From an optimization exercise on the open Yosys and OpenROAD flow, aimed at small area, a short achievable clock period and few clock cycles; shortcuts taken in it are not production practice. At most, simulation tests tie the RTL to the original design; equivalence was not proved. Function not checked in runs 3 to 5: the RTL went through the layout flow alone.

--- flow/flow/run.sh ---
#!/bin/bash
# The standard layout, with port buffers of a normal drive strength and timing repair
# aiming for setup slack beyond the default margin. make's output goes to flow_make.log;
# each ORFS step keeps its own log under orfs/logs.
set -euo pipefail
bash standard.sh 'BUFFER_PORTS_ARGS=-buffer_cell sky130_fd_sc_hd__buf_4' SETUP_SLACK_MARGIN=24 finish > flow_make.log 2>&1
--- flow/standard.sh ---
#!/bin/bash
# synth_recipe.tcl (not shown) runs the flow's synth.tcl, then flattens the netlist and writes it again
# the make line also repeats each setting of config.mk as NAME=value (left out here)
make -C /OpenROAD-flow-scripts/flow DESIGN_CONFIG=/design/flow/config.mk WORK_HOME=/design/flow/orfs CLKGATE_MAP_FILE= SYNTH_SCRIPT=/design/flow/synth_recipe.tcl "${@:-finish}"
--- flow/config.mk ---
export PLATFORM = sky130hd
export DESIGN_NAME = crc_top
export DESIGN_NICKNAME = crc_top
export VERILOG_FILES = /design/flow/design.v
export SDC_FILE = /design/flow/constraint.sdc
export NUM_CORES = 4
export LEC_CHECK = 0
export CAP_MARGIN = 20
export CORE_MARGIN = 2
export CORE_UTILIZATION = 25
export PLACE_DENSITY = 0.45
export SLEW_MARGIN = 20
--- flow/constraint.sdc ---
create_clock -name core_clock -period 32.0 [get_ports {clk}]
set_input_delay 6.4000 -clock core_clock [delete_from_list [all_inputs] [get_ports {clk}]]
set_output_delay 6.4000 -clock core_clock [all_outputs]
set_load 0.01 [all_outputs]
--- flow/design.v ---
module crc_top (
    input  wire        clk,
    input  wire        rst,
    input  wire        wr_en,
    input  wire        rd_en,
    input  wire [6:0]  addr,
    input  wire [31:0] wdata,
    output reg         ready,
    output reg         rvalid,
    output reg  [31:0] rdata
);
    localparam [31:0] MU_RESET = 32'h04D1_01DF;
    reg  [6:0]  width;
    reg         refin;
    reg         refout;
    reg  [1:0]  feed_w;
    reg  [63:0] poly;
    reg  [63:0] init;
    reg  [63:0] xorout;
    reg  [5:0]  sh_p, sh_l, sh_m;     
    reg         w_lt64;               
    reg  [63:0] sreg;
    reg  [5:0]  sh_st;
    reg         nat;                  
    reg         clean;                
    reg  [31:0] state_hi_wr;
    reg  [31:0] state_hi_rd;
    reg  [31:0] result_hi_rd;
    reg  [31:0] feed;
    reg  [1:0]  feed_left;            
    reg         feed_byte;            
    reg         step;                 
    reg  [31:0] mu;
    reg         mu_ok;
    reg  [3:0]  mu_cnt;               
    reg  busy;
    wire acc_wr = wr_en && !busy;
    wire acc_rd = rd_en && !wr_en && !busy;
    wire [4:0] a = addr[6:2];
    wire [6:0]  w_new  = (wdata[6:0] < 7'd3) ? 7'd3 : (wdata[6:0] > 7'd64) ? 7'd64 : wdata[6:0];
    wire [5:0]  sh_new = ~(w_new[5:0] - 6'd1);
    wire [63:0] wmask  = {64{1'b1}} >> sh_m;
    wire [63:0] p_al   = poly << sh_p;
    reg  [63:0] p_al_q;
    wire [31:0] tx = sreg[63:32] ^ feed;
    wire [31:0] te = !step     ? 32'd0 :
                     feed_byte ? {24'd0, tx[31:24]} : tx;
    wire [31:0] q;
    genvar m, k, n;
    generate
        for (m = 0; m < 31; m = m + 1) begin : g_hi
            wire [30-m:0] t;
            for (k = 0; k <= 30 - m; k = k + 1) begin : g_t
                assign t[k] = te[m+1+k] & mu[31-k];
            end
            assign q[m] = te[m] ^ (^t);
        end
    endgenerate
    assign q[31] = te[31];
    wire [63:0] r;
    generate
        for (n = 0; n < 64; n = n + 1) begin : g_lo
            localparam integer NT = (n < 32) ? n + 1 : 32;
            wire [NT-1:0] t;
            for (k = 0; k < NT; k = k + 1) begin : g_t
                assign t[k] = q[k] & p_al_q[n-k];
            end
            assign r[n] = ^t;
        end
    endgenerate
    wire [63:0] s_shift = !step     ? sreg :
                          feed_byte ? {sreg[55:0], 8'd0} : {sreg[31:0], 32'd0};
    wire [63:0] s_eng   = s_shift ^ r;            
    wire [63:0] s_nat = s_eng >> sh_st;           
    wire [5:0]  amt_l = sh_l - sh_st;
    wire [127:0] l_rr = {sreg, sreg} << amt_l;
    wire [63:0] l_al  = l_rr[127:64];
    wire [63:0] a_now = nat ? l_al : s_eng;
    reg  [63:0] refl;
    reg  [63:0] hmask;                            
    integer j;
    always @(*) begin
        for (j = 0; j < 64; j = j + 1) begin
            refl[j]  = a_now[63 - j];
            hmask[j] = wmask[63 - j];
        end
    end
    wire [63:0] result = ((refout ? refl : s_nat) ^ xorout) & wmask;
    wire [31:0] ptop = p_al[63:32];               
    reg  [31:0] fr;
    reg  [31:0] mm;
    integer i;
    always @(*) begin
        for (i = 0; i < 32; i = i + 1)
            fr[i] = ptop[31 - i];
        mm = mu;
        for (i = 0; i < 4; i = i + 1)
            mm = {mm[30:0], ^(fr & mm)};
    end
    reg [31:0] d_ord;
    always @(*) begin
        for (j = 0; j < 32; j = j + 1)
            d_ord[j] = refin ? wdata[31 - j] : wdata[8 * (3 - j / 8) + (j % 8)];
    end
    wire wr_cfg   = acc_wr && a == 5'h10;
    wire wr_poly  = acc_wr && ((a == 5'h11 && w_lt64) || (a == 5'h12 && !sh_l[5]));
    wire wr_start = acc_wr && a == 5'h17 && wdata[0];
    wire wr_data  = acc_wr && a == 5'h18;
    wire wr_state = acc_wr && a == 5'h19;
    wire align    = nat && (clean || feed_left != 2'd0);
    reg [1:0] fl_n;
    reg       mu_ok_n, nat_n;
    reg [5:0] sh_st_n;
    always @(*) begin
        fl_n = feed_left;
        if (step) fl_n = feed_left - 2'd1;
        if (wr_data) fl_n = (feed_w == 2'd1) ? 2'd2 : 2'd1;
        mu_ok_n = mu_ok;
        if (mu_cnt == 4'd1) mu_ok_n = 1'b1;
        if (wr_cfg || wr_poly) mu_ok_n = 1'b0;
        sh_st_n = sh_st;
        nat_n   = nat;
        if (align) begin
            sh_st_n = sh_l;
            nat_n   = 1'b0;
        end
        if (wr_start || wr_state) begin
            sh_st_n = 6'd0;
            nat_n   = w_lt64;
        end
        if (wr_cfg)
            nat_n   = 1'b1;
    end
    reg [31:0] rd_val;
    always @(*) begin
        case (a)
            5'h10:   rd_val = {21'd0, feed_w, refout, refin, width};
            5'h11:   rd_val = poly[31:0];
            5'h12:   rd_val = poly[63:32];
            5'h13:   rd_val = init[31:0];
            5'h14:   rd_val = init[63:32];
            5'h15:   rd_val = xorout[31:0];
            5'h16:   rd_val = xorout[63:32];
            5'h19:   rd_val = s_nat[31:0];
            5'h1A:   rd_val = state_hi_rd;
            5'h1B:   rd_val = result[31:0];
            5'h1C:   rd_val = result_hi_rd;
            default: rd_val = 32'd0;
        endcase
    end
    always @(posedge clk) begin
        p_al_q <= p_al;
        rdata  <= rd_val;
    end
    always @(posedge clk) begin
        if (rst) begin
            width        <= 7'd32;
            refin        <= 1'b1;
            refout       <= 1'b1;
            feed_w       <= 2'd2;
            sh_p         <= 6'd32;
            sh_l         <= 6'd32;
            sh_m         <= 6'd32;
            w_lt64       <= 1'b1;
            poly         <= 64'h0000_0000_04C1_1DB7;
            init         <= 64'h0000_0000_FFFF_FFFF;
            xorout       <= 64'h0000_0000_FFFF_FFFF;
            sreg         <= 64'd0;
            sh_st        <= 6'd32;
            nat          <= 1'b0;
            clean        <= 1'b1;
            state_hi_wr  <= 32'd0;
            state_hi_rd  <= 32'd0;
            result_hi_rd <= 32'd0;
            feed_left    <= 2'd0;
            feed_byte    <= 1'b0;
            step         <= 1'b0;
            mu           <= MU_RESET;
            mu_ok        <= 1'b1;
            mu_cnt       <= 4'd0;
            ready        <= 1'b1;
            busy         <= 1'b0;
            rvalid       <= 1'b0;
        end else begin
            rvalid    <= acc_rd;
            feed_left <= fl_n;
            mu_ok     <= mu_ok_n;
            sh_st     <= sh_st_n;
            nat       <= nat_n;
            step      <= (fl_n != 2'd0) && mu_ok_n && !nat_n;
            ready     <= (fl_n == 2'd0) || (fl_n == 2'd1 && mu_ok_n && !nat_n);
            busy      <= !((fl_n == 2'd0) || (fl_n == 2'd1 && mu_ok_n && !nat_n));
            if (mu_cnt != 4'd0) begin
                mu     <= mm;
                mu_cnt <= mu_cnt - 4'd1;
            end
            if (wr_cfg || wr_poly) begin
                mu     <= 32'd1;
                mu_cnt <= 4'd8;
            end
            if (step)
                feed <= {feed[23:0], 8'd0};
            sreg <= s_eng;
            if (align) begin
                sreg  <= l_al & hmask;
                clean <= 1'b1;
            end
            if (wr_cfg)
                clean <= 1'b0;
            if (wr_start) begin
                sreg  <= init & wmask;
                clean <= 1'b1;
            end
            if (wr_state) begin
                sreg  <= {state_hi_wr, wdata} & wmask;
                clean <= 1'b1;
            end
            if (acc_wr) begin
                case (a)
                    5'h10: begin
                        width  <= wdata[6:0];
                        refin  <= wdata[7];
                        refout <= wdata[8];
                        feed_w <= wdata[10:9];
                        sh_p   <= sh_new;
                        sh_l   <= sh_new;
                        sh_m   <= sh_new;
                        w_lt64 <= (sh_new != 6'd0);
                    end
                    5'h11: poly[31:0]    <= wdata;
                    5'h12: poly[63:32]   <= wdata;
                    5'h13: init[31:0]    <= wdata;
                    5'h14: init[63:32]   <= wdata;
                    5'h15: xorout[31:0]  <= wdata;
                    5'h16: xorout[63:32] <= wdata;
                    5'h18: begin
                        feed      <= d_ord;
                        feed_byte <= (feed_w[1] == 1'b0);
                    end
                    5'h1A: state_hi_wr <= wdata;
                    default: ;
                endcase
            end
            if (acc_rd && a == 5'h19) state_hi_rd  <= s_nat[63:32];
            if (acc_rd && a == 5'h1B) result_hi_rd <= result[63:32];
        end
    end
endmodule
==> run_results.csv, run 1 <==
group,metric,value,unit
outcome,status,"no timing/DRC/antenna violations",
detailed_routing,drt_pass1_iterations,10,
floorplan,die_y,539.4,um
worst_setup_path,critPathRequiredTime,32590,ps
timing,rsz0062_at_grt,"yes",
min_path,hold_end,"result_hi_rd[18]",
logic_synthesis,yosys_most_used_dff,"dfxtp_1",
worst_setup_path,path_buf_inv,2,
clock_network,h-tree-depth,3,
detailed_routing,wirelength,450100,um
timing,worstMarginPinSlew,1271,ps
detailed_routing,vias,73167,
worst_setup_path,path_cells,"buf_8 -> nor3b_4 -> and3_4 -> buf_12 -> a222oi_1 -> nand3_2 -> a221oi_4 -> o41ai_2 -> a311o_1",
global_route,grt-ovfl-total,0,
clock_network,cts_hold_buf,0,
logic_synthesis,ys_seq_area_share,15.81,%
worst_setup_path,critPathKind,"primary input to register",
worst_setup_path,slowest_stage,"a222oi_1",
timing,drv_slew,0,
worst_setup_path,crit_path_start_kind,"primary input",
worst_setup_path,critPathMaxStageDelay,550,ps
logic_synthesis,synthesis.area,71670,um^2
detailed_routing,drt-met1-wl,183800,um
worst_setup_path,r2r_slack,23900,ps
clock_network,clkTransAtPathRegs,60,ps
layout,final_common_cell,"nand2_1",
logic_synthesis,yosysUniqueCellTypes,94,
logic_synthesis,yosys-top-cells-area,"dfxtp_1 14%, xnor2_1 14%, nand2_1 13%, xnor3_1 10%, mux4_2 8.8%",
worst_setup_path,worst-path-max-fanout,6,
timing,period_minus_slack,8240,ps
detailed_routing,drt_iter0_markers,10639,
clock_network,cts-root-buf,"clkbuf_16",
floorplan,dieWidth,539.4,um
clock_network,clockBufferDepth,3,
min_path,min_path_cells,2,
floorplan,start_util,25.13,%
timing,maxSlewHeadroom,14.38,%
global_route,grt_usage,29.61,%
global_route,grt_pass1_wl,603800,um
timing,whs,451.2,ps
global_route,antenna_found_initial,22,
place,io_buffers,74,
global_route,grt_max_degree,84,
logic_synthesis,async_reset_ff_share,0,%
layout,final_cell_mix,"2395 x nand2_1, 1077 x xnor2_1, 653 x nor2_1",
logic_synthesis,synth_top_area_share,14.47,%
clock_network,cts_tree,"yes",
place,hpwl,308900,um
detailed_routing,vias_per_cell,5.804,
floorplan,coreArea,285200,um^2
detailed_routing,dr_wl_met2,190000,um
detailed_routing,drc,0,
worst_setup_path,cpLargestDelayFamily,"compound AO/OA/AOI/OAI gates",
floorplan,num_rows,196,
flow_run,drv_cap,0,
worst_setup_path,arrival,8830,ps
place,placedCellCount,12414,
logic_synthesis,ys_seq_elements,550,
logic_synthesis,synth.avg_cell_area,7.877,um^2
detailed_routing,ant_nets,0,
logic_synthesis,synth-edff-count,32,
detailed_routing,route.met3.wl,44700,um
timing,fin_tns_setup,0,ps
layout,utilization,28.26,%
timing,final_hold_viol_count,0,
logic_synthesis,ys_warn_count,1,
layout,n_fill_cell,30544,
floorplan,boundaryPins,77,
logic_synthesis,synth_cells,9099,
clock_network,clk_latency,730,ps
min_path,min_path_type,"register to register",
worst_setup_path,reg2regPathDepth,20,
logic_synthesis,syn_nets,9153,
timing,fin_skew,55.92,ps
worst_setup_path,rr_startpoint,"mu[7]",
timing,fmax,121.4,MHz
clock_network,clock_sinks,550,
clock_network,tritoncts.num_buffers,71,
worst_setup_path,r2r-end,"rdata[21]",
layout,drive_gt1_share,14.36,%
timing,finalSetupViolations,0,
timing,min_period_over_period,25.75,%
place,routabilityCongestion,0.9835,
global_route,grt_pass1_vias,67051,
layout,syn2layout_area_growth,12.46,%
layout,fin_nets,8834,
detailed_routing,highest-signal-layer,"met5",
logic_synthesis,synth_top_cell_by_area,"dfxtp_1",
detailed_routing,wl_per_cell,35.70,um
floorplan,dieArea,291000,um^2
min_path,min_from,"result_hi_rd[18]",
worst_setup_path,crit_path_end_kind,"register",
layout,stdcell_count,12606,
-- cells by family (layout without fill, tap and decap cells) --
group / after synthesis / in the layout / synth area share (%)
compound gates: 1354 / 1354 / 12.37
xor+xnor: 1827 / 1827 / 30.01
fa+ha+maj: 11 / 11 / 0.2025
buf+inv: 927 / 661 / 5.237
flops: 550 / 550 / 15.81
mux: 745 / 745 / 15.47
other cells: 0 / 8 / 0
simple gates: 3685 / 3688 / 20.91
-- registers in the layout, indices dropped and copies added (netlist names), 4 cells and up --
name and cells:
init 64, p_al_q 64, poly 64, sreg 64
xorout 64, feed 32, mu 32, rdata 32
result_hi_rd 32, state_hi_rd 32, state_hi_wr 32, width 7
sh_m 6, sh_st 6, mu_cnt 4
-- worst min-delay path, stage by stage (launching register included) --
cell and delay (ps):
dfxtp_1 310, nand2_1 50, a21oi_1 50
-- Yosys cell counts (126+ instances only) --
| master | instances |
|---|---|
| nand2_1 | 2404 |
| a211oi_1 | 126 |
| xnor2_1 | 1106 |
| clkbuf_1 | 564 |
| nor2_1 | 667 |
| a21oi_1 | 487 |
| xor2_1 | 324 |
| mux2i_1 | 360 |
| buf_1 | 151 |
| buf_2 | 138 |
| mux4_2 | 279 |
| o21ai_0 | 139 |
| nand3_1 | 268 |
| xnor3_1 | 322 |
| dfxtp_1 | 518 |
-- layer usage --
layer  vias to the layer above  track usage (%)
met5                         -          0.08220
met4                        12            16.86
met2                      4886            44.08
met1                     36894            39.57
met3                       921            6.034
li1                      30454                -
-- how the worst max path moves through the flow --
stage	from	end	slack, ps	cells after the start
2_1_floorplan	addr[6]	mu_cnt[0]	23690	8
3_3_place_gp	feed_byte	rdata[26]	21870	21
3_5_place_dp	feed_byte	rdata[26]	21810	21
4_1_cts	addr[6]	rdata[4]	23820	9
5_1_grt	addr[6]	rdata[4]	23880	9
6_report	addr[6]	rdata[4]	23760	9
-- per-stage QoR --
step | setup WS [ps] | instance area (um^2)
after floorplan | 23690 | 71740
after global placement | 21870 | 76560
after detailed placement | 21810 | 76590
after CTS | 23820 | 80150
after global routing | 23880 | 80590
final | 23760 | 80600
-- layout make-up --
class                      instances  area, um^2  area share, %
multi-input combinational       7625       57830          71.74
antenna                            8       20.02        0.02484
clock buffer                      91        1953          2.423
tap                             3762        4707          5.840
clock inverter                    38       445.4         0.5526
inverter                          54       210.2         0.2608
sequential                       550       11380          14.12
timing repair buffer             478        4058          5.034
-- repair_timing --
item / CTS / global route
setup buffers: 35 / 12
pin swaps: 17 / 12
resized for setup: 180 / 77
endpoints found under the setup margin: 264 / 97
gates cloned: 5 / 2
Testbench counts, summed over its fixed seeds: cycles 52,286.
==> inputs of run 2 (changes only) <==
--- a/flow/config.mk
+++ b/flow/config.mk
@@ -9,4 +9,4 @@
 export CORE_MARGIN = 2
 export CORE_UTILIZATION = 25
-export PLACE_DENSITY = 0.45
+export PLACE_DENSITY = 0.65
 export SLEW_MARGIN = 20
==> run 2 against run 1 <==
Design area is 1.1% lower. Sequential cell count stayed put. Largest cell class unchanged. Critical endpoint is now rdata[30]. Fmax about the same.
==> run_results.csv, run 2 <==
group,metric,value,unit
worst_setup_path,slowest_stage,"xor2_1",
layout,n_fill_cell,30530,
timing,final_hold_viol_count,0,
timing,worstMarginPinSlew,1344,ps
logic_synthesis,synthesis.area,71670,um^2
outcome,status,"no timing/DRC/antenna violations",
clock_network,cts-root-buf,"clkbuf_16",
layout,final_common_cell,"nand2_1",
clock_network,cts_hold_buf,0,
flow_run,drv_cap,0,
detailed_routing,wl_per_cell,30.49,um
layout,final_cell_mix,"2395 x nand2_1, 1086 x xnor2_1, 652 x nor2_1",
logic_synthesis,yosys-top-cells-area,"dfxtp_1 14%, xnor2_1 14%, nand2_1 13%, xnor3_1 10%, mux4_2 8.8%",
global_route,grt_pass1_vias,67084,
min_path,hold_end,"result_hi_rd[30]",
detailed_routing,vias,75234,
logic_synthesis,synth_top_cell_by_area,"dfxtp_1",
global_route,antenna_found_initial,25,
logic_synthesis,synth_top_area_share,14.47,%
layout,syn2layout_area_growth,11.20,%
timing,maxSlewHeadroom,10.41,%
worst_setup_path,worst-path-max-fanout,60,
detailed_routing,drt_pass1_iterations,14,
detailed_routing,drt_iter0_markers,14518,
clock_network,clock_sinks,550,
logic_synthesis,synth-edff-count,32,
worst_setup_path,critPathRequiredTime,32460,ps
floorplan,start_util,25.13,%
worst_setup_path,rr_startpoint,"step",
worst_setup_path,arrival,8700,ps
worst_setup_path,reg2regPathDepth,22,
detailed_routing,wirelength,382400,um
layout,fin_nets,8763,
global_route,grt-ovfl-total,0,
global_route,grt_pass1_wl,526200,um
clock_network,cts_tree,"yes",
place,placed_area,75970,um^2
floorplan,coreArea,285200,um^2
logic_synthesis,ys_warn_count,1,
worst_setup_path,r2r_slack,23760,ps
detailed_routing,ant_nets,0,
worst_setup_path,r2r-end,"rdata[30]",
global_route,grt_max_degree,118,
detailed_routing,drc,0,
timing,period_minus_slack,8244,ps
logic_synthesis,synth_cells,9099,
logic_synthesis,synth.avg_cell_area,7.877,um^2
timing,worst_slack,23760,ps
logic_synthesis,synth_most_common_cell,"nand2_1",
logic_synthesis,ys_seq_area_share,15.81,%
timing,fmax,121.3,MHz
timing,drv_slew,0,
clock_network,clk_latency,760,ps
logic_synthesis,ys_seq_elements,550,
min_path,min_path_type,"register to register",
floorplan,num_rows,196,
layout,multi_input_area,57650,um^2
place,hpwl,251900,um
timing,finalSetupViolations,0,
place,pre_cts_ws,21330,ps
worst_setup_path,critPathKind,"register to register",
layout,regArea,11360,um^2
clock_network,clockBufferDepth,3,
worst_setup_path,path_cells,"buf_12 -> buf_12 -> nand3b_1 -> buf_4 -> a211oi_1 -> o211ai_1 -> a211o_1 -> a211o_1 -> buf_4 -> nand3_1 -> xor3_1 -> xnor3_1 -> xnor3_1 -> xor3_1 -> xor2_1 -> mux4_2 -> mux4_2 -> and2_0 -> o31a_1 -> mux2i_1 -> a22o_1 -> nand4_1",
timing,min_period_over_period,25.76,%
clock_network,h-tree-depth,2,
timing,fin_tns_setup,0,ps
logic_synthesis,yosys-top-cells-count,"2404 x nand2_1, 1106 x xnor2_1, 667 x nor2_1",
timing,rsz0062_at_grt,"yes",
logic_synthesis,async_reset_ff_share,0,%
worst_setup_path,critPathMaxStageDelay,740,ps
floorplan,boundaryPins,77,
place,routabilityCongestion,1.116,
floorplan,die_y,539.4,um
worst_setup_path,crit_path_end_kind,"register",
layout,drive_gt1_share,13.18,%
floorplan,dieArea,291000,um^2
layout,final_area,79700,um^2
clock_network,tritoncts.num_buffers,60,
place,io_buffers,74,
logic_synthesis,syn_nets,9153,
timing,whs,455.2,ps
clock_network,clkTransAtPathRegs,70,ps
floorplan,dieWidth,539.4,um
timing,fin_skew,114.1,ps
logic_synthesis,yosysUniqueCellTypes,94,
min_path,min_from,"result_hi_rd[30]",
worst_setup_path,crit_path_start_kind,"register",
min_path,min_path_cells,2,
logic_synthesis,yosys_most_used_dff,"dfxtp_1",
detailed_routing,vias_per_cell,5.999,
global_route,grt_usage,24.83,%
run 2: changes by cell type in the layout (fill, tap and decap cells not counted), moves of 9 or more:
| cell | previous run | this run |
|---|---|---|
| diode_2 | 8 | 19 |
| xnor2_1 | 1077 | 1086 |
| dfxtp_1 | 484 | 500 |
| dfxtp_2 | 30 | 14 |
| buf_4 | 418 | 372 |
run 2: worst max-delay path, delay by kind of cell, from the launching register on:
kind,cells,cell delay (ps)
buffers and inverters,4,1240
DFF,1,420
AOI/OAI and AO/OA,6,1820
and+or+nand+nor,4,890
xor gates and xnor gates,5,2570
muxes,3,990
run 2: worst max path at each step:
stage                       start         to  cells past startpoint
after floorplan           addr[6]  mu_cnt[0]                      8
after global placement      wr_en       busy                     10
after detailed placement    wr_en       busy                     10
after CTS                 addr[5]  rdata[24]                      8
after global routing         step  rdata[30]                     23
final                        step  rdata[30]                     22
run 2: cells by family after synthesis:
kind of cell | share of synthesized area [%]
multiplexers | 15.47
AND/OR/NAND/NOR | 20.91
AO/OA/AOI/OAI | 12.37
XOR/XNOR | 30.01
adder cells (fa/ha/maj) | 0.2025
buffers and inverters | 5.237
flip-flops | 15.81
run 2: metal layers:
metal | up-vias | part of all wire (%) | global-route usage, %
met5 | - | 0.025 | 0.06576
met4 | 14 | 9.5 | 17.55
met3 | 1877 | 18 | 11.55
met2 | 7286 | 38 | 34.33
met1 | 35743 | 34 | 30.07
li1 | 30314 | - | -
run 2: cell type report:
type,instances,area share (%)
multi-input combinational,7623,72.33
clock inverter,38,0.6248
tap,3762,5.906
sequential,550,14.26
inverter,54,0.2622
timing repair buffer,420,4.470
clock buffer,76,2.088
antenna,19,0.05966
run 2: what timing repair did:
action,in CTS,in global routing
resized for setup,105,123
setup endpoints to repair,271,96
cloned,2,6
pin swaps,14,23
setup buffers,27,27
run 2: through the flow:
| stage | std cells | util, % |
|---|---|---|
| global route | 12527 | 27.93 |
| CTS | 12490 | 27.64 |
| floorplan | 9099 | - |
| finish | 12542 | 27.94 |
| global placement | 12347 | 26.63 |
| detailed placement | 12347 | 26.63 |
==> inputs of run 3 (changes only) <==
--- a/flow/design.v
+++ b/flow/design.v
@@ -8,5 +8,5 @@
     output reg         ready,
     output reg         rvalid,
-    output reg  [31:0] rdata
+    output wire [31:0] rdata
 );
     localparam [31:0] MU_RESET = 32'h04D1_01DF;
@@ -132,4 +132,6 @@
             nat_n   = 1'b1;
     end
+    reg [31:0] rd_q, rs_q;
+    assign rdata = rd_q | rs_q;
     reg [31:0] rd_val;
     always @(*) begin
@@ -142,7 +144,5 @@
             5'h15:   rd_val = xorout[31:0];
             5'h16:   rd_val = xorout[63:32];
-            5'h19:   rd_val = s_nat[31:0];
             5'h1A:   rd_val = state_hi_rd;
-            5'h1B:   rd_val = result[31:0];
             5'h1C:   rd_val = result_hi_rd;
             default: rd_val = 32'd0;
@@ -151,5 +151,6 @@
     always @(posedge clk) begin
         p_al_q <= p_al;
-        rdata  <= rd_val;
+        rd_q   <= rd_val;
+        rs_q   <= ({32{a == 5'h19}} & s_nat[31:0]) | ({32{a == 5'h1B}} & result[31:0]);
     end
     always @(posedge clk) begin
@@ -201,19 +202,14 @@
             if (step)
                 feed <= {feed[23:0], 8'd0};
-            sreg <= s_eng;
-            if (align) begin
-                sreg  <= l_al & hmask;
+            if (wr_start || wr_state)
+                sreg <= (a[1] ? init : {state_hi_wr, wdata}) & wmask;
+            else if (align)
+                sreg <= l_al & hmask;
+            else
+                sreg <= s_eng;
+            if (align || wr_start || wr_state)
                 clean <= 1'b1;
-            end
             if (wr_cfg)
                 clean <= 1'b0;
-            if (wr_start) begin
-                sreg  <= init & wmask;
-                clean <= 1'b1;
-            end
-            if (wr_state) begin
-                sreg  <= {state_hi_wr, wdata} & wmask;
-                clean <= 1'b1;
-            end
             if (acc_wr) begin
                 case (a)
--- a/flow/config.mk
+++ b/flow/config.mk
@@ -9,4 +9,4 @@
 export CORE_MARGIN = 2
 export CORE_UTILIZATION = 25
-export PLACE_DENSITY = 0.65
+export PLACE_DENSITY = 0.45
 export SLEW_MARGIN = 20
==> run 3 against run 2 <==
Largest cell class unchanged. Fmax is 1.6% higher. Still clean on timing, DRC and antenna. Global-route usage increased by 3.7 points. Synthesized cell count rose by 1.3%. Sequential cell count up 32. Die area grew 1.5%. Critical endpoint is now rs_q[1].
==> run_results.csv, run 3 <==
group,metric,value,unit
logic_synthesis,syn_nets,9272,
detailed_routing,drt_pass1_iterations,10,
worst_setup_path,crit_path_end_kind,"register",
outcome,status,"no timing/DRC/antenna violations",
logic_synthesis,yosys-top-cells-area,"dfxtp_1 15%, xnor2_1 14%, nand2_1 13%, xnor3_1 11%, mux4_2 8.9%",
floorplan,die_y,543.4,um
floorplan,boundaryPins,77,
floorplan,dieWidth,543.4,um
global_route,antenna_found_initial,25,
floorplan,start_util,25.07,%
place,placed_area,77480,um^2
worst_setup_path,path_cells,"xnor2_4 -> buf_4 -> mux2_4 -> nor2_2 -> xnor3_1 -> xnor3_1 -> xnor3_4 -> buf_12 -> nand2_1 -> xnor3_1 -> xnor3_1 -> xnor3_1 -> xnor3_1 -> mux4_2 -> mux2i_1 -> mux2i_2 -> mux2i_2 -> o211ai_2 -> xnor2_1 -> o2111ai_1 -> o21ai_0",
timing,min_period_over_period,25.36,%
worst_setup_path,critPathMaxStageDelay,730,ps
worst_setup_path,slowest_stage,"dfxtp_1",
global_route,grt_pass1_wl,592700,um
layout,fin_nets,8905,
global_route,grt_max_degree,82,
global_route,grt-ovfl-total,0,
floorplan,coreArea,290100,um^2
floorplan,dieArea,295300,um^2
place,routabilityCongestion,1.014,
worst_setup_path,critPathKind,"register to register",
clock_network,cts_hold_buf,0,
detailed_routing,ant_nets,0,
clock_network,clockBufferDepth,3,
detailed_routing,drt_iter0_markers,12314,
logic_synthesis,yosys-top-cells-count,"2458 x nand2_1, 1137 x xnor2_1, 625 x nor2_1",
detailed_routing,wl_per_cell,34.13,um
layout,n_fill_cell,31123,
clock_network,clock_sinks,582,
logic_synthesis,synthAdderAreaFrac,0.1995,%
timing,fmax,123.3,MHz
detailed_routing,vias,73515,
logic_synthesis,yosysUniqueCellTypes,93,
flow_run,drv_cap,0,
worst_setup_path,arrival,8560,ps
timing,rsz0062_at_grt,"yes",
layout,final_common_cell,"nand2_1",
clock_network,clk_latency,720,ps
layout,regArea,12050,um^2
floorplan,num_rows,198,
logic_synthesis,synth-edff-count,32,
global_route,grt_pass1_vias,67032,
logic_synthesis,synth_xor_area_share,29.52,%
worst_setup_path,cpLargestDelayFamily,"XOR/XNOR gates",
timing,finalSetupViolations,0,
logic_synthesis,synth_most_common_cell,"nand2_1",
layout,syn2layout_area_growth,12.47,%
detailed_routing,drc,0,
worst_setup_path,crit_path_start_kind,"register",
logic_synthesis,synthesis.area,72740,um^2
logic_synthesis,ys_warn_count,1,
layout,final_area,81810,um^2
place,hpwl,300200,um
clock_network,cts_tree,"yes",
worst_setup_path,critPathMostFrequentCell,"xnor3_1",
timing,maxSlewHeadroom,19.60,%
layout,drive_gt1_share,14.93,%
timing,fin_tns_setup,0,ps
timing,final_hold_viol_count,0,
clock_network,clkTransAtPathRegs,70,ps
timing,period_minus_slack,8114,ps
logic_synthesis,synth_top_area_share,15.14,%
clock_network,h-tree-depth,3,
logic_synthesis,ys_seq_area_share,16.46,%
detailed_routing,wirelength,437600,um
worst_setup_path,worst-path-max-fanout,46,
clock_network,tritoncts.num_buffers,72,
worst_setup_path,critPathRequiredTime,32450,ps
logic_synthesis,synth_top_cell_by_area,"dfxtp_1",
logic_synthesis,yosys_most_used_dff,"dfxtp_1",
logic_synthesis,synth_compound_gate_area_share,11.60,%
worst_setup_path,path_buf_inv,2,
logic_synthesis,synthSimpleGateAreaFrac,20.80,%
layout,final_cell_mix,"2448 x nand2_1, 1099 x xnor2_1, 613 x nor2_1",
clock_network,cts-root-buf,"clkbuf_16",
timing,worstMarginPinSlew,1197,ps
logic_synthesis,async_reset_ff_share,0,%
logic_synthesis,ys_seq_elements,582,
timing,fin_skew,56.63,ps
min_path,min_path_type,"register to register",
layout,multi_input_area,58130,um^2
logic_synthesis,synth_cells,9218,
timing,drv_slew,0,
place,io_buffers,74,
logic_synthesis,synth.avg_cell_area,7.891,um^2
logic_synthesis,synth_mux_area_share,15.93,%
global_route,grt_usage,28.55,%
detailed_routing,vias_per_cell,5.734,
logic_synthesis,synth_top_family_by_area,"XOR/XNOR gates",
-- run 3: layer usage --
layer  routed length, um  track usage [%]  share of wire, %
met4               26070            13.33               6.0
met1              178500            38.83                41
met2              183400            42.45                42
met5                  85                0             0.019
met3               49490            6.597                11
-- run 3: layout make-up --
| class | instances | share of cell area [%] |
|---|---|---|
| antenna | 15 | 0.04588 |
| clock buffer | 99 | 2.473 |
| clock inverter | 31 | 0.5919 |
| inverter | 69 | 0.3288 |
| multi-input combinational | 7666 | 71.06 |
| sequential | 582 | 14.72 |
| tap | 3900 | 5.965 |
| timing repair buffer | 460 | 4.814 |
-- run 3: what timing repair did --
item,CTS,global route
pin swaps,17,9
gates cloned,4,3
buffers inserted,54,10
resized for setup,161,80
setup endpoints to repair,471,143
-- run 3: kinds of logic after synthesis --
kind of cell	Yosys count
fa+ha+maj	11
simple gates	3708
flops	582
buf+inv	972
xor+xnor	1864
mux	780
compound gates	1301
-- run 3: per-stage QoR --
| step | util (%) | setup slack (ps) | hold slack, ps | std cells |
|---|---|---|---|---|
| 2_1_floorplan | - | 23780 | 431.3 | 9218 |
| 3_3_place_gp | 26.69 | 21380 | 439.1 | 12601 |
| 3_5_place_dp | 26.71 | 21810 | 445.1 | 12604 |
| 4_1_cts | 28.01 | 23890 | 453.2 | 12792 |
| 5_1_grt | 28.19 | 23960 | 466.9 | 12807 |
| 6_report | 28.20 | 23890 | 454.6 | 12822 |
-- run 3: final timing paths --
| path | from | end | slack [ps] | cells past startpoint |
|---|---|---|---|---|
| setup / recovery | sreg[62] | rs_q[1] | 23890 | 21 |
| hold reg to reg | result_hi_rd[14] | result_hi_rd[14] | 450 | 2 |
| setup reg to reg | sreg[62] | rs_q[1] | 23890 | 21 |
| hold / removal | result_hi_rd[14] | result_hi_rd[14] | 450 | 2 |
-- run 3: tightest hold or removal path: cells and delay by family, from the launching register on --
| family | cells | cell delay (ps) |
|---|---|---|
| flops | 1 | 310 |
| compound gates | 1 | 50 |
| simple gates | 1 | 50 |
==> inputs of run 4 (changes only) <==
--- a/flow/config.mk
+++ b/flow/config.mk
@@ -9,4 +9,4 @@
 export CORE_MARGIN = 2
 export CORE_UTILIZATION = 25
-export PLACE_DENSITY = 0.45
+export PLACE_DENSITY = 0.65
 export SLEW_MARGIN = 20
==> run 4 against run 3 <==
Sequential share of layout area up 0.13 points. Still clean on timing, DRC and antenna. Final cell count fell by 0.32%. Critical path type unchanged. Largest cell class unchanged. Synthesized cell count unchanged. Register-to-register slack lost 70 ps. Worst setup slack lost 70 ps. Non-clock buffer count fell by 39.
==> run_results.csv, run 4 <==
group,metric,value,unit
worst_setup_path,r2r_slack,23820,ps
logic_synthesis,yosys_most_used_dff,"dfxtp_1",
logic_synthesis,synthesis.area,72740,um^2
logic_synthesis,synth.avg_cell_area,7.891,um^2
logic_synthesis,synthAdderAreaFrac,0.1995,%
place,routabilityCongestion,1.065,
min_path,min_path_type,"register to register",
layout,syn2layout_area_growth,11.19,%
worst_setup_path,slowest_stage,"dfxtp_1",
logic_synthesis,yosys-top-cells-count,"2458 x nand2_1, 1137 x xnor2_1, 625 x nor2_1",
logic_synthesis,synth_top_area_share,15.14,%
timing,final_hold_viol_count,0,
worst_setup_path,critPathKind,"register to register",
logic_synthesis,synth-edff-count,32,
detailed_routing,drt_iter0_markers,15391,
floorplan,die_y,543.4,um
clock_network,clock_sinks,582,
logic_synthesis,async_reset_ff_share,0,%
place,placedCellCount,12572,
worst_setup_path,cpLargestDelayFamily,"XOR/XNOR gates",
floorplan,boundaryPins,77,
clock_network,clk_latency,670,ps
logic_synthesis,synth_mux_area_share,15.93,%
logic_synthesis,synthSimpleGateAreaFrac,20.80,%
timing,fin_tns_setup,0,ps
worst_setup_path,rr_startpoint,"sreg[48]",
worst_setup_path,path_cells,"xor2_1 -> o211ai_1 -> a211oi_1 -> a211o_1 -> a21oi_1 -> xnor3_2 -> buf_6 -> nand2_1 -> xnor3_1 -> xnor3_1 -> xnor3_1 -> xor2_1 -> mux4_2 -> mux4_2 -> nand2b_1 -> o31a_1 -> o21ai_1 -> a311oi_1 -> o211ai_1",
logic_synthesis,yosysUniqueCellTypes,93,
clock_network,clockBufferDepth,3,
clock_network,cts_tree,"yes",
logic_synthesis,ys_seq_elements,582,
detailed_routing,ant_nets,0,
worst_setup_path,crit_path_end_kind,"register",
floorplan,dieArea,295300,um^2
floorplan,dieWidth,543.4,um
layout,stdcell_count,12781,
detailed_routing,drt_pass1_iterations,10,
worst_setup_path,critPathMaxStageDelay,850,ps
detailed_routing,drc,0,
worst_setup_path,path_buf_inv,1,
detailed_routing,vias,74752,
timing,period_minus_slack,8184,ps
global_route,grt_pass1_wl,531100,um
worst_setup_path,arrival,8670,ps
clock_network,clkTransAtPathRegs,60,ps
global_route,grt_usage,24.91,%
layout,regArea,12010,um^2
logic_synthesis,synth_top_family_by_area,"XOR/XNOR gates",
worst_setup_path,r2r-end,"rs_q[24]",
min_path,hold_end,"mu[27]",
place,hpwl,262200,um
timing,worst_slack,23820,ps
logic_synthesis,syn_nets,9272,
place,io_buffers,74,
logic_synthesis,synth_xor_area_share,29.52,%
layout,final_cell_mix,"2450 x nand2_1, 1104 x xnor2_1, 613 x nor2_1",
layout,multi_input_area,57870,um^2
floorplan,coreArea,290100,um^2
layout,fin_nets,8862,
timing,worstMarginPinSlew,1425,ps
clock_network,cts-root-buf,"clkbuf_16",
clock_network,h-tree-depth,3,
floorplan,start_util,25.07,%
timing,fmax,122.2,MHz
worst_setup_path,critPathLaunch,"sreg[48]",
detailed_routing,vias_per_cell,5.849,
outcome,status,"no timing/DRC/antenna violations",
global_route,grt_pass1_vias,66271,
logic_synthesis,synth_top_cell_by_area,"dfxtp_1",
detailed_routing,wirelength,385200,um
worst_setup_path,critPathMostFrequentCell,"xnor3_1",
logic_synthesis,synth_most_common_cell,"nand2_1",
detailed_routing,wl_per_cell,30.14,um
worst_setup_path,crit_path_start_kind,"register",
worst_setup_path,reg2regPathDepth,19,
logic_synthesis,ys_seq_area_share,16.46,%
logic_synthesis,synth_compound_gate_area_share,11.60,%
layout,drive_gt1_share,13.85,%
timing,min_period_over_period,25.57,%
timing,fin_skew,32.57,ps
timing,finalSetupViolations,0,
worst_setup_path,worst-path-max-fanout,43,
logic_synthesis,synth_cells,9218,
timing,rsz0062_at_grt,"yes",
layout,n_fill_cell,31155,
min_path,min_from,"mu[27]",
logic_synthesis,yosys-top-cells-area,"dfxtp_1 15%, xnor2_1 14%, nand2_1 13%, xnor3_1 11%, mux4_2 8.9%",
clock_network,tritoncts.num_buffers,68,
timing,whs,450.2,ps
global_route,antenna_found_initial,26,
layout,final_common_cell,"nand2_1",
floorplan,num_rows,198,
layout,utilization,27.88,%
worst_setup_path,critPathRequiredTime,32490,ps
timing,drv_slew,0,
flow_run,drv_cap,0,
logic_synthesis,ys_warn_count,1,
timing,maxSlewHeadroom,3.978,%
layout,final_area,80880,um^2
global_route,grt_max_degree,162,
place,placed_area,77140,um^2
place,pre_cts_ws,22040,ps
min_path,min_path_cells,2,
global_route,grt-ovfl-total,0,
## run 4: routing by layer
layer	routed length [um]	vias up	GRT usage, %
met1	140200	35847	32.08
li1	-	30495	-
met3	61970	1571	9.273
met4	31850	34	15.28
met5	609	-	0.9578
met2	150500	6805	34.79
## run 4: area by class of cell
class	instances	area share (%)
well taps	3900	6.033
inverters	69	0.3295
multi-input cells	7666	71.55
clock buffers	97	2.455
clock inverters	27	0.4842
diodes	19	0.05878
repair buffers	421	4.240
flip-flops and latches	582	14.85
## run 4: how the worst max path moves through the flow
stage / endpoint / slack, ps / cells past startpoint
2_1_floorplan: mu_cnt[0] / 23780 / 8
3_3_place_gp: mu[0] / 22050 / 7
3_5_place_dp: mu[0] / 22040 / 7
4_1_cts: result_hi_rd[0] / 23850 / 7
5_1_grt: state_hi_wr[31] / 23880 / 6
6_report: rs_q[24] / 23820 / 19
## run 4: kinds of logic (layout without fill, tap and decap cells)
kind of cell,Yosys count,count (layout)
multiplexers,780,780
AO/OA/AOI/OAI,1301,1301
flip-flops,582,582
AND/OR/NAND/NOR,3708,3709
XOR/XNOR,1864,1865
buffers and inverters,972,614
adder cells (fa/ha/maj),11,11
other,0,19
## run 4: worst reg2reg max path: cells and delay by family (launching register included)
family | cells | cell delay, ps
flip-flops | 1 | 850
AO/OA/AOI/OAI | 8 | 1790
multiplexers | 2 | 1250
buffers and inverters | 1 | 530
XOR/XNOR | 6 | 3210
AND/OR/NAND/NOR | 2 | 400
## run 4: repair_timing
item	CTS	global route
endpoints found under the setup margin	358	185
pin swaps	14	1
gates cloned	2	1
hold buffers	0	0
setup buffers	56	6
gates resized for setup	91	65
==> inputs of run 5 (changes only) <==
--- a/flow/design.v
+++ b/flow/design.v
@@ -76,15 +76,18 @@
     wire [127:0] l_rr = {sreg, sreg} << amt_l;
     wire [63:0] l_al  = l_rr[127:64];
-    wire [63:0] a_now = nat ? l_al : s_eng;
-    reg  [63:0] refl;
+    reg  [63:0] refl_e, refl_l;                   
     reg  [63:0] hmask;                            
     integer j;
     always @(*) begin
         for (j = 0; j < 64; j = j + 1) begin
-            refl[j]  = a_now[63 - j];
-            hmask[j] = wmask[63 - j];
-        end
-    end
-    wire [63:0] result = ((refout ? refl : s_nat) ^ xorout) & wmask;
+            refl_e[j] = s_eng[63 - j];
+            refl_l[j] = l_al[63 - j];
+            hmask[j]  = wmask[63 - j];
+        end
+    end
+    wire        r_e = refout && !nat;
+    wire        r_l = refout && nat;
+    wire [63:0] result = ((({64{r_e}} & refl_e) | ({64{!refout}} & s_nat) | ({64{r_l}} & refl_l))
+                          & wmask) ^ (xorout & wmask);
     wire [31:0] ptop = p_al[63:32];               
     reg  [31:0] fr;
@@ -202,14 +205,19 @@
             if (step)
                 feed <= {feed[23:0], 8'd0};
-            if (wr_start || wr_state)
-                sreg <= (a[1] ? init : {state_hi_wr, wdata}) & wmask;
-            else if (align)
-                sreg <= l_al & hmask;
-            else
-                sreg <= s_eng;
-            if (align || wr_start || wr_state)
+            sreg <= s_eng;
+            if (align) begin
+                sreg  <= l_al & hmask;
                 clean <= 1'b1;
+            end
             if (wr_cfg)
                 clean <= 1'b0;
+            if (wr_start) begin
+                sreg  <= init & wmask;
+                clean <= 1'b1;
+            end
+            if (wr_state) begin
+                sreg  <= {state_hi_wr, wdata} & wmask;
+                clean <= 1'b1;
+            end
             if (acc_wr) begin
                 case (a)
--- a/flow/config.mk
+++ b/flow/config.mk
@@ -9,4 +9,4 @@
 export CORE_MARGIN = 2
 export CORE_UTILIZATION = 25
-export PLACE_DENSITY = 0.65
+export PLACE_DENSITY = 0.45
 export SLEW_MARGIN = 20
==> run 5 against run 4 <==
Clock skew increased by 30 ps. Critical path type is now primary input to register. Final cell count is 0.53% higher. Clock-buffer cell count up 3. Design area increased by 1.1%. First-iteration DRC count down 27%.
==> run_results.csv, run 5 <==
group,metric,value,unit
outcome,status,"no timing/DRC/antenna violations",
global_route,grt-ovfl-total,0,
clock_network,cts_hold_buf,0,
logic_synthesis,yosys-top-cells-count,"2469 x nand2_1, 981 x xnor2_1, 677 x nor2_1",
clock_network,cts_tree,"yes",
floorplan,coreArea,291300,um^2
logic_synthesis,ys_warn_count,1,
layout,final_cell_mix,"2460 x nand2_1, 952 x xnor2_1, 662 x nor2_1",
detailed_routing,drt_iter0_markers,11198,
logic_synthesis,synthSimpleGateAreaFrac,20.14,%
place,placedCellCount,12624,
global_route,grt_pass1_wl,593600,um
logic_synthesis,yosys_most_used_dff,"dfxtp_1",
clock_network,clkTransAtPathRegs,60,ps
flow_run,drv_cap,0,
worst_setup_path,crit_end,"sreg[38]",
logic_synthesis,syn_nets,9330,
logic_synthesis,synth_top_cell_by_area,"dfxtp_1",
worst_setup_path,r2r-end,"rs_q[10]",
layout,regArea,12060,um^2
detailed_routing,ant_nets,0,
worst_setup_path,critPathLaunch,"wdata[0]",
logic_synthesis,yosysUniqueCellTypes,88,
logic_synthesis,synth_compound_gate_area_share,13.45,%
floorplan,dieWidth,545.5,um
floorplan,die_y,545.5,um
worst_setup_path,critPathRequiredTime,32540,ps
layout,stdcell_count,12849,
worst_setup_path,r2r_slack,23890,ps
detailed_routing,vias_per_cell,5.752,
layout,n_fill_cell,31424,
logic_synthesis,yosys-top-cells-area,"dfxtp_1 15%, nand2_1 13%, xnor3_1 12%, xnor2_1 12%, mux4_2 8.9%",
worst_setup_path,crit_path_start_kind,"primary input",
timing,rsz0062_at_grt,"yes",
place,io_buffers,74,
logic_synthesis,synth.avg_cell_area,7.904,um^2
layout,multi_input_area,58270,um^2
layout,drive_gt1_share,14.29,%
worst_setup_path,critPathKind,"primary input to register",
clock_network,tritoncts.num_buffers,71,
detailed_routing,wl_per_cell,34.24,um
worst_setup_path,crit_path_end_kind,"register",
layout,syn2layout_area_growth,11.59,%
timing,final_hold_viol_count,0,
timing,drv_slew,0,
global_route,antenna_found_initial,42,
clock_network,cts-root-buf,"clkbuf_16",
clock_network,clk_latency,740,ps
detailed_routing,drc,0,
logic_synthesis,synthesis.area,73310,um^2
detailed_routing,wirelength,440000,um
detailed_routing,drt_pass1_iterations,9,
detailed_routing,vias,73909,
timing,fin_tns_setup,0,ps
floorplan,num_rows,198,
worst_setup_path,arrival,8660,ps
timing,min_period_over_period,25.36,%
min_path,min_path_type,"register to register",
logic_synthesis,ys_seq_area_share,16.33,%
timing,fin_skew,62.56,ps
logic_synthesis,synthAdderAreaFrac,0.1980,%
timing,fmax,123.2,MHz
floorplan,start_util,25.16,%
timing,maxSlewHeadroom,18.00,%
logic_synthesis,synth_top_area_share,15.02,%
timing,finalSetupViolations,0,
worst_setup_path,rr_startpoint,"sreg[47]",
floorplan,dieArea,297600,um^2
clock_network,clock_sinks,582,
logic_synthesis,synth_cells,9276,
place,hpwl,299800,um
logic_synthesis,async_reset_ff_share,0,%
global_route,grt_usage,28.20,%
layout,fin_nets,8925,
global_route,grt_pass1_vias,67601,
logic_synthesis,ys_seq_elements,582,
logic_synthesis,synth_top_family_by_area,"XOR/XNOR gates",
logic_synthesis,synth_xor_area_share,29.11,%
worst_setup_path,worst-path-max-fanout,18,
clock_network,clockBufferDepth,3,
logic_synthesis,synth-edff-count,32,
worst_setup_path,reg2regPathDepth,19,
timing,worstMarginPinSlew,1217,ps
layout,final_common_cell,"nand2_1",
floorplan,boundaryPins,77,
timing,period_minus_slack,8114,ps
logic_synthesis,synth_mux_area_share,15.14,%
logic_synthesis,synth_most_common_cell,"nand2_1",
clock_network,h-tree-depth,3,
place,routabilityCongestion,1.007,
global_route,grt_max_degree,189,
run 5: changes by cell type in the layout (fill, tap and decap cells not counted), sizes merged, moves of 25 or more:
cell	change
xnor2	-161
a21oi	+91
a22o	+64
xnor3	+62
nor2	+51
nand3	-49
a211oi	+40
nand4	-40
mux2	-31
o21ai	+31
a311oi	-30
buf	+27
nor3	-25
run 5: cell families after synthesis:
| kind of cell | count (synthesis) |
|---|---|
| AND/OR/NAND/NOR | 3660 |
| XOR/XNOR | 1759 |
| AO/OA/AOI/OAI | 1536 |
| buffers and inverters | 995 |
| multiplexers | 733 |
| flip-flops | 582 |
| adder cells (fa/ha/maj) | 11 |
run 5: metal layers:
layer	wire length [um]	global-route usage [%]	vias to the layer above
met5	128	0	-
met4	32530	16.95	20
met3	47980	6.540	1028
met2	183600	41.48	5132
met1	175700	37.31	36856
li1	-	-	30873
run 5: critical path, stage by stage:
cell and delay [ps]:
buf_8 190, clkinvlp_4 140, or4_4 600, buf_16 210, a21oi_1 130, a211oi_1 60, a31oi_1 800, nor2_1 80
run 5: cell type report:
class / instances / area share [%]
Multi-Input combinational cell: 7701 / 71.23
Sequential cell: 582 / 14.74
Clock buffer: 100 / 2.452
Tap cell: 3900 / 5.965
Inverter: 64 / 0.3028
Timing Repair Buffer: 451 / 4.711
Clock inverter: 26 / 0.5215
Antenna cell: 25 / 0.07647
run 5: worst min path at each step:
stage	from	slack, ps	to	depth (start not counted)
6_report	result_hi_rd[11]	450	result_hi_rd[11]	2
5_1_grt	result_hi_rd[31]	470	result_hi_rd[31]	2
4_1_cts	result_hi_rd[31]	450	result_hi_rd[31]	2
3_5_place_dp	result_hi_rd[31]	440	result_hi_rd[31]	2
3_3_place_gp	result_hi_rd[15]	440	result_hi_rd[15]	2
2_1_floorplan	result_hi_rd[31]	430	result_hi_rd[31]	2
run 5: what timing repair did:
action	CTS	global route
setup endpoints to repair	311	101
setup buffers	55	12
cloned	4	2
pin swaps	18	5
gates resized for setup	154	71
run 5: stage by stage:
stage | hold slack [ps] | utilization, % | setup slack (ps) | area (um^2)
after global placement | 437.1 | 26.67 | 21420 | 77690
after CTS | 451.4 | 27.91 | 23910 | 81310
after floorplan | 431.6 | - | 23960 | 73450
after detailed placement | 442.7 | 26.68 | 21410 | 77740
after global routing | 466.3 | 28.07 | 23920 | 81760
final | 452.1 | 28.08 | 23890 | 81810
==> inputs of run 6 (changes only) <==
--- a/flow/design.v
+++ b/flow/design.v
@@ -8,5 +8,5 @@
     output reg         ready,
     output reg         rvalid,
-    output wire [31:0] rdata
+    output reg  [31:0] rdata
 );
     localparam [31:0] MU_RESET = 32'h04D1_01DF;
@@ -135,6 +135,4 @@
             nat_n   = 1'b1;
     end
-    reg [31:0] rd_q, rs_q;
-    assign rdata = rd_q | rs_q;
     reg [31:0] rd_val;
     always @(*) begin
@@ -151,9 +149,9 @@
             default: rd_val = 32'd0;
         endcase
+        rd_val = rd_val | ({32{a == 5'h19}} & s_nat[31:0]) | ({32{a == 5'h1B}} & result[31:0]);
     end
     always @(posedge clk) begin
         p_al_q <= p_al;
-        rd_q   <= rd_val;
-        rs_q   <= ({32{a == 5'h19}} & s_nat[31:0]) | ({32{a == 5'h1B}} & result[31:0]);
+        rdata  <= rd_val;
     end
     always @(posedge clk) begin
==> run 6 against run 5 <==
Still clean on timing, DRC and antenna. Die area is 1.9% lower. Critical path depth stayed put. Core utilization is 0.16 points higher. Register-to-register slack hardly changed. Critical path type unchanged.
==> run_results.csv, run 6 <==
group,metric,value,unit
layout,syn2layout_area_growth,12.24,%
floorplan,num_rows,196,
detailed_routing,wl_per_cell,34.62,um
logic_synthesis,synthesis.area,71890,um^2
worst_setup_path,r2r_slack,23900,ps
logic_synthesis,synth-edff-count,32,
min_path,min_path_cells,2,
detailed_routing,ant_nets,0,
clock_network,cts_hold_buf,0,
clock_network,clkTransAtPathRegs,60,ps
logic_synthesis,synth_top_family_by_area,"XOR/XNOR gates",
layout,final_common_cell,"nand2_1",
timing,fin_tns_setup,0,ps
detailed_routing,drt_iter0_markers,11533,
global_route,grt_pass1_wl,589200,um
worst_setup_path,worst-path-max-fanout,31,
worst_setup_path,crit_path_start_kind,"primary input",
timing,rsz0062_at_grt,"yes",
clock_network,cts-root-buf,"clkbuf_16",
timing,period_minus_slack,8109,ps
logic_synthesis,yosysUniqueCellTypes,100,
layout,multi_input_area,58180,um^2
outcome,status,"no timing/DRC/antenna violations",
timing,worstMarginPinSlew,1325,ps
logic_synthesis,synth_compound_gate_area_share,12.35,%
logic_synthesis,synthAdderAreaFrac,0.2019,%
floorplan,die_y,540.2,um
logic_synthesis,synth_xor_area_share,30.02,%
logic_synthesis,syn_nets,9221,
timing,finalSetupViolations,0,
worst_setup_path,crit_cells,8,
global_route,grt_pass1_vias,67236,
logic_synthesis,synth_top_cell_by_area,"dfxtp_1",
logic_synthesis,synth_mux_area_share,15.94,%
worst_setup_path,slowest_stage,"a222oi_1",
logic_synthesis,synth.avg_cell_area,7.842,um^2
detailed_routing,wirelength,436900,um
logic_synthesis,yosys-top-cells-count,"2377 x nand2_1, 1152 x xnor2_1, 765 x nor2_1",
worst_setup_path,path_cells,"buf_4 -> nand2b_4 -> nor2_2 -> buf_4 -> a222oi_1 -> nand3_1 -> a221oi_4 -> o311ai_4",
clock_network,h-tree-depth,3,
global_route,grt_max_degree,86,
worst_setup_path,reg2regPathDepth,21,
worst_setup_path,critPathRequiredTime,32520,ps
timing,fin_skew,74.00,ps
logic_synthesis,synth_most_common_cell,"nand2_1",
floorplan,dieWidth,540.2,um
logic_synthesis,async_reset_ff_share,0,%
global_route,antenna_found_initial,20,
logic_synthesis,yosys-top-cells-area,"dfxtp_1 14%, xnor2_1 14%, nand2_1 12%, xnor3_1 9.8%, mux4_2 9.1%",
logic_synthesis,ys_seq_elements,550,
worst_setup_path,cpLargestDelayFamily,"compound AO/OA/AOI/OAI gates",
timing,whs,454.4,ps
place,hpwl,297900,um
worst_setup_path,arrival,8630,ps
layout,drive_gt1_share,14.47,%
place,routabilityCongestion,1.011,
layout,n_fill_cell,30509,
min_path,min_path_type,"register to register",
worst_setup_path,path_buf_inv,2,
detailed_routing,drc,0,
clock_network,clockBufferDepth,3,
logic_synthesis,ys_seq_area_share,15.76,%
global_route,grt-ovfl-total,0,
worst_setup_path,critPathMostFrequentCell,"buf_4",
worst_setup_path,crit_path_end_kind,"register",
floorplan,coreArea,285700,um^2
logic_synthesis,yosys_most_used_dff,"dfxtp_1",
timing,min_period_over_period,25.34,%
logic_synthesis,synth_top_area_share,14.42,%
clock_network,tritoncts.num_buffers,69,
flow_run,drv_cap,0,
detailed_routing,drt_pass1_iterations,8,
detailed_routing,vias,73136,
timing,drv_slew,0,
logic_synthesis,ys_warn_count,1,
layout,final_cell_mix,"2370 x nand2_1, 1120 x xnor2_1, 743 x nor2_1",
clock_network,clk_latency,720,ps
floorplan,start_util,25.16,%
detailed_routing,vias_per_cell,5.796,
clock_network,clock_sinks,550,
timing,maxSlewHeadroom,10.86,%
logic_synthesis,synth_cells,9167,
clock_network,cts_tree,"yes",
layout,fin_nets,8844,
place,io_buffers,74,
global_route,grt_usage,28.69,%
worst_setup_path,critPathKind,"primary input to register",
floorplan,dieArea,291900,um^2
timing,fmax,123.3,MHz
layout,regArea,11410,um^2
worst_setup_path,critPathMaxStageDelay,520,ps
timing,final_hold_viol_count,0,
floorplan,boundaryPins,77,
logic_synthesis,synthSimpleGateAreaFrac,20.32,%
## run 6: changes by cell type after synthesis, sizes merged, moves of 32 or more
cell    delta
a211oi    -39
xnor3     -92
xnor2    +168
a21oi     -60
mux2i     +37
nand2     -91
dfxtp     -32
nor2      +88
o211ai    -39
## run 6: what timing repair did
item,CTS,global route
buffers inserted,36,10
cloned,8,2
endpoints found under the setup margin,320,136
resized for setup,170,90
pin swaps,17,12
## run 6: per-stage QoR
stage | cells | area (um^2) | setup slack (ps) | util [%]
6_report | 12618 | 80690 | 23890 | 28.24
5_1_grt | 12608 | 80660 | 23860 | 28.23
4_1_cts | 12595 | 80150 | 23830 | 28.05
3_5_place_dp | 12424 | 76410 | 21610 | 26.75
3_3_place_gp | 12424 | 76410 | 21650 | 26.75
2_1_floorplan | 9167 | 72060 | 23980 | -
## run 6: worst min-delay path, stage by stage, from the launching register on
cell     delay, ps
dfxtp_1        310
nand2_1         50
a21oi_1         50
## run 6: final timing paths
path                         start               end
hold reg to reg   result_hi_rd[27]  result_hi_rd[27]
setup / recovery           addr[3]          rdata[4]
setup reg to reg              step          rdata[7]
hold / removal    result_hi_rd[27]  result_hi_rd[27]
## run 6: area by class of cell
type | count | area share (%)
Tap cell | 3762 | 5.834
Clock inverter | 34 | 0.5986
Clock buffer | 93 | 2.441
Inverter | 59 | 0.2838
Multi-Input combinational cell | 7676 | 72.11
Sequential cell | 550 | 14.14
Antenna cell | 10 | 0.03101
Timing Repair Buffer | 434 | 4.567
## run 6: cell families (layout without fill, tap and decap cells)
family	count (synthesis)	count (layout)
other cells	0	10
compound gates	1377	1377
buf+inv	947	620
xor+xnor	1878	1880
simple gates	3637	3641
fa+ha+maj	11	11
mux	767	767
flops	550	550
## run 6: layer usage
metal / track usage [%] / up-vias / part of all wire (%)
met4: 16.37 / 10 / 7.1
met5: 0 / - / 0.015
met1: 38.08 / 36690 / 40
li1: - / 30465 / -
met2: 42.17 / 5049 / 41
met3: 7.010 / 922 / 11
Testbench counts of run 6, summed over its fixed seeds: cycles 52,286.
==> inputs of run 7 (changes only) <==
--- a/flow/config.mk
+++ b/flow/config.mk
@@ -9,4 +9,4 @@
 export CORE_MARGIN = 2
 export CORE_UTILIZATION = 25
-export PLACE_DENSITY = 0.45
+export PLACE_DENSITY = 0.65
 export SLEW_MARGIN = 20
==> run 7 against run 6 <==
First-iteration DRC count is 19% higher. Hold slack worse by 1.4 ps. Register-to-register slack worse by 30 ps. Fmax is 0.67% lower. Non-clock buffer count is 42 lower. Area after synthesis stayed put. Critical endpoint is now sreg[32]. Highest routed layer unchanged.
==> run_results.csv, run 7 <==
group,metric,value,unit
outcome,status,"no timing/DRC/antenna violations",
worst_setup_path,path_buf_inv,4,
logic_synthesis,synthSimpleGateAreaFrac,20.32,%
worst_setup_path,crit_path_end_kind,"register",
worst_setup_path,arrival,8740,ps
layout,final_common_cell,"nand2_1",
worst_setup_path,path_cells,"buf_4 -> nand2b_2 -> or3_1 -> buf_6 -> nor2_4 -> buf_6 -> buf_16 -> a22oi_1 -> nor2_1 -> a21oi_1 -> nor2_1",
clock_network,clk_latency,740,ps
detailed_routing,wirelength,386100,um
detailed_routing,drt_pass1_iterations,9,
timing,final_hold_viol_count,0,
place,hpwl,259500,um
timing,worstMarginPinSlew,1384,ps
global_route,antenna_found_initial,22,
global_route,grt_max_degree,143,
timing,fin_skew,88.98,ps
clock_network,clock_sinks,550,
timing,fin_tns_setup,0,ps
layout,syn2layout_area_growth,11.00,%
logic_synthesis,synth-edff-count,32,
timing,min_period_over_period,25.51,%
floorplan,dieWidth,540.2,um
clock_network,cts_hold_buf,0,
clock_network,tritoncts.num_buffers,61,
logic_synthesis,synth_xor_area_share,30.02,%
detailed_routing,wl_per_cell,30.73,um
layout,n_fill_cell,30603,
flow_run,drv_cap,0,
detailed_routing,drc,0,
worst_setup_path,cpLargestDelayFamily,"compound AO/OA/AOI/OAI gates",
floorplan,dieArea,291900,um^2
layout,final_cell_mix,"2371 x nand2_1, 1130 x xnor2_1, 745 x nor2_1",
timing,whs,453.0,ps
logic_synthesis,async_reset_ff_share,0,%
logic_synthesis,yosys-top-cells-area,"dfxtp_1 14%, xnor2_1 14%, nand2_1 12%, xnor3_1 9.8%, mux4_2 9.1%",
floorplan,start_util,25.16,%
worst_setup_path,critPathRequiredTime,32580,ps
detailed_routing,route.met3.wl,62010,um
timing,period_minus_slack,8164,ps
detailed_routing,dr_wl_met2,151700,um
place,routabilityCongestion,1.062,
logic_synthesis,synth_mux_area_share,15.94,%
worst_setup_path,slowest_stage,"a22oi_1",
logic_synthesis,ys_seq_area_share,15.76,%
layout,fin_nets,8791,
min_path,min_path_type,"register to register",
global_route,grt_pass1_vias,66393,
logic_synthesis,yosysUniqueCellTypes,100,
detailed_routing,ant_nets,0,
worst_setup_path,worst-path-max-fanout,23,
logic_synthesis,synth_top_family_by_area,"XOR/XNOR gates",
timing,rsz0062_at_grt,"yes",
global_route,grt_usage,25.18,%
floorplan,num_rows,196,
detailed_routing,vias,74596,
logic_synthesis,synth_most_common_cell,"nand2_1",
clock_network,cts-root-buf,"clkbuf_16",
place,placedCellCount,12381,
layout,drive_gt1_share,13.38,%
logic_synthesis,synthAdderAreaFrac,0.2019,%
floorplan,coreArea,285700,um^2
detailed_routing,highest-signal-layer,"met5",
logic_synthesis,ys_seq_elements,550,
logic_synthesis,synthesis.area,71890,um^2
timing,fmax,122.5,MHz
worst_setup_path,crit_path_start_kind,"primary input",
logic_synthesis,syn_nets,9221,
logic_synthesis,synth_cells,9167,
run 7: metrics by stage:
step                setup WS [ps]  instance area (um^2)
detailed placement          21940                 76060
global route                23890                 79760
finish                      23840                 79800
CTS                         23950                 79330
floorplan                   23980                 72060
global placement            21920                 76020
run 7: layout make-up:
type	count	area [um^2]	area share, %
multi-input combinational	7673	57910	72.57
sequential	550	11390	14.28
tap	3762	4707	5.899
timing repair buffer	392	3342	4.188
clock buffer	83	1742	2.183
clock inverter	32	441.7	0.5535
inverter	59	226.5	0.2838
antenna	14	35.03	0.04390
run 7: what timing repair did:
item | 4_1_cts | 5_1_grt
resized for setup | 146 | 73
endpoints found under the setup margin | 277 | 109
buffers inserted | 42 | 7
cloned | 4 | 2
pin swaps | 14 | 8
run 7: cells by family after synthesis:
kind of cell,Yosys count
DFF,550
adders and majority gates,11
AOI/OAI and AO/OA,1377
and+or+nand+nor,3637
xor gates and xnor gates,1878
buffers and inverters,947
muxes,767
run 7: final timing paths:
kind / from / endpoint / slack, ps / cells past startpoint
setup / recovery: addr[3] / sreg[32] / 23840 / 11
hold / removal: result_hi_rd[29] / result_hi_rd[29] / 450 / 2
setup reg to reg: sreg[41] / rdata[2] / 23870 / 20
hold reg to reg: result_hi_rd[29] / result_hi_rd[29] / 450 / 2
run 7: layer usage:
metal / up-vias / global-route usage (%)
li1: 30337 / -
met1: 35879 / 32.23
met2: 6750 / 35.41
met3: 1608 / 9.274
met4: 22 / 15.86
met5: - / 0
run 7: worst reg2reg max path, cell delays in order (launching register included):
cell,delay (ps)
dfxtp_1,960
xor2_2,420
a211oi_1,340
o21ai_0,150
xnor2_1,320
xnor2_1,220
xnor3_1,380
xnor3_2,680
clkbuf_8,580
nand2_1,220
xnor2_1,220
xnor3_1,260
xnor2_1,890
mux2i_1,330
mux2i_1,450
a211oi_1,140
o31a_1,320
mux2i_2,380
a21oi_1,160
xnor2_1,170
o221ai_2,380

[static timing again, ports no longer ideal]
The flow's constraints put no driver on any port. The routed layouts listed below were extracted and timed again, unchanged, in two steps.
Step 1: set_driving_cell puts a clkbuf_16 on clk and a buf_2 on each other input, an assumption about the parent block.
Step 2 also shifts input and output timing later by t, the mid clock arrival at the registers, as if the neighbouring blocks saw the same clock.
Three values: no drivers, after step 1, after step 2; two values: the first two.
run | t, ns | setup slack, ns | hold WS [ns] | worst slew at a driven data input, ns
run 1 | 0.781 | 23.760 / 23.792 / 23.011 | 0.451 / 0.451 / 0.451 | 0.06
run 2 | 0.776 | 23.756 / 23.756 / 23.119 | 0.455 / 0.455 / 0.455 | 0.06
run 3 | 0.778 | 23.886 / 23.771 / 22.993 | 0.455 / 0.455 / 0.455 | 0.25
run 4 | 0.730 | 23.816 / 23.816 / 23.157 | 0.450 / 0.450 / 0.450 | 0.08
run 5 | 0.802 | 23.886 / 23.892 / 23.127 | 0.452 / 0.452 / 0.452 | 0.07
run 6 | 0.764 | 23.891 / 23.900 / 23.184 | 0.454 / 0.454 / 0.454 | 0.06
run 7 | 0.764 | 23.836 / 23.872 / 23.116 | 0.453 / 0.453 / 0.453 | 0.05
After both steps every run listed still meets setup and hold. The setup slack of run 3, which loses most, moves by -0.115 ns with the drivers and by -0.893 ns with both steps.
